This design comes from an exercise in tuning for small area, a short achievable clock period and few clock cycles on the open sky130 flow, not from production work. Function was checked by simulation only, so behaviour that the tests miss may differ from the original. Power figures rest on the tool's default switching activity, not on a simulated workload.

==> job 666 <==
==> flow/design.v (excerpt) <==
module ce_array (
  input  wire        clk,
  input  wire        rst,         
  input  wire        in_valid,
  output wire        in_ready,
  input  wire [1:0]  in_op,       
  input  wire        in_c8,
  input  wire [63:0] in_row,      
  input  wire [63:0] in_col,      
  input  wire [3:0]  in_vrow,
  input  wire [3:0]  in_vcol,
  input  wire [3:0]  in_addr,     
  output reg         out_valid,
  output reg  [31:0] out_re,
  output reg  [31:0] out_im,
  output wire [15:0] out_cnt
);
==> flow/config.mk <==
export PLATFORM = sky130hd
export DESIGN_NAME = ce_array
export DESIGN_NICKNAME = ce_array
export VERILOG_FILES = /design/flow/design.v
export SDC_FILE = /design/flow/constraint.sdc
export NUM_CORES = 4
export LEC_CHECK = 0
export CAP_MARGIN = 20
export CELL_PAD_IN_SITES_DETAIL_PLACEMENT = 1
export CELL_PAD_IN_SITES_GLOBAL_PLACEMENT = 1
export CORE_MARGIN = 2
export CORE_UTILIZATION = 35
export CTS_CLUSTER_DIAMETER = 80
export CTS_CLUSTER_SIZE = 30
export PLACE_DENSITY = 0.5
export SLEW_MARGIN = 50
==> flow/constraint.sdc <==
create_clock -name core_clock -period 13.0 [get_ports {clk}]
set_input_delay 2.6000 -clock core_clock [delete_from_list [all_inputs] [get_ports {clk}]]
set_output_delay 2.6000 -clock core_clock [all_outputs]
set_load 0.01 [all_outputs]
standard.sh (not shown) runs the stock make flow with config.mk's settings and CLKGATE_MAP_FILE= SYNTH_SCRIPT=/design/flow/synth_recipe.tcl, a recipe that flattens the netlist after the stock synthesis.
==> flow/flow/run.sh <==
#!/bin/bash
# Standard layout, with timing repair aimed below the clock period: repair_timing
# is asked for a setup slack of SETUP_SLACK_MARGIN ns at the design's clock, so
# it sizes and buffers the critical paths instead of stopping once they fit.
# The tools' own logs stay under orfs/logs; make's output goes to standard.log.
set -euo pipefail
bash standard.sh SETUP_SLACK_MARGIN=8 finish > standard.log 2>&1
==> inputs of job 388, as changes to job 666 <==
==> flow/run.sh (new file) <==
#!/bin/bash
# synth_recipe.tcl (not shown) runs the flow's synth.tcl, then flattens the netlist and writes it again
# the make line also repeats each setting of config.mk as NAME=value (left out here)
make -C /OpenROAD-flow-scripts/flow DESIGN_CONFIG=/design/flow/config.mk WORK_HOME=/design/flow/orfs CLKGATE_MAP_FILE= SYNTH_SCRIPT=/design/flow/synth_recipe.tcl finish
--- a/flow/config.mk
+++ b/flow/config.mk
@@ -11,6 +11,7 @@
 export CORE_MARGIN = 2
-export CORE_UTILIZATION = 35
+export CORE_UTILIZATION = 30
 export CTS_CLUSTER_DIAMETER = 80
 export CTS_CLUSTER_SIZE = 30
-export PLACE_DENSITY = 0.5
+export PLACE_DENSITY = 0.4
+export SETUP_SLACK_MARGIN = 5
 export SLEW_MARGIN = 50
removed: flow/flow/run.sh
removed: flow/standard.sh
==> run summary <==
| metric | job 388 | job 666 |
|---|---|---|
| Run status | timing/DRC/antenna clean | timing/DRC/antenna clean |
| Category of the worst setup path launch point | primary input | flop |
| Global routing met1 resource utilization | 44.7% | 47.4% |
| Wire length on met3 | 106000 microns | 126000 microns |
| Post-CTS Setup Inserts | 0 | 22 |
| Achievable frequency | 166 MHz | 199 MHz |
| Global-route wire length before repair | 1680000 microns | 1580000 microns |
| Crit path largest cell delay | 690 ps | 810 ps |
| Number of resized instances in the post-cts repair step | 0 | 402 |
| Final Non-Filler Cells | 31700 | 30400 |
| Sequential share of cell area | 30.2% | 30.1% |
| Share of total power in sequential cells | 36.6% | 37.1% |
| Data required time of the worst path | 13960 ps | 13920 ps |
| Diode count | 127 | 153 |
| Clock-pin transition on the worst setup and hold timing paths | 120 ps | 70 ps |
| Total internal power | 24.3 mW | 24.2 mW |
| Leakage power total | 108 nW | 108 nW |
| Fillers | 80400 | 68200 |
| WL final | 1240000 microns | 1170000 microns |
| Setup WS pre-CTS | 5940 ps | 6110 ps |
| Detail Placement HPWL | 928000 microns | 854000 microns |
| Hold path endpoint | g_row[0].g_col[2].u_cell.acc_im[15] | g_row[2].g_col[0].u_cell.acc_im[13] |
| Cell Pwr Density | 176 mW/mm^2 | 173 mW/mm^2 |
| Overall via count from detail_route | 186000 | 189000 |
| Signal buf overhead | 3.53% | 4.57% |
| Met2 capacity usage during global routing | 51.4% | 54.1% |
Testbench counts of job 666, summed over its fixed seeds: cycles 33,456.
Testbench counts of job 388, summed over its fixed seeds: cycles 33,456.

-- separate check: timing with driven ports --
In the flow no input, the clock included, has a driving cell. The finished layouts below were timed again as built, in two steps. Step 1 assumes that a clkbuf_16 drives the clock port and a buf_2 every other input. Step 2 times the ports against the registers' clock, not the clock port: input delays grow and output delays shrink by t, the midpoint of the rising clock arrivals with the driver on. a / b / c = ideal / step 1 / step 2; a / b = the first two.
| run | t, ns | setup slack, ns | worst data-port slew with drivers (ns) | pins driven straight from the clock port |
|---|---|---|---|---|
| job 666 | 1.169 | 7.985 / 7.939 / 6.927 | 0.46 | 1 |
| job 388 | 1.194 | 6.988 / 7.050 / 5.914 | 0.48 | 1 |
After both steps setup and hold are still met in every run listed. For job 388, which loses most, drivers alone change the setup slack by +0.062 ns; drivers and shift together by -1.074 ns.
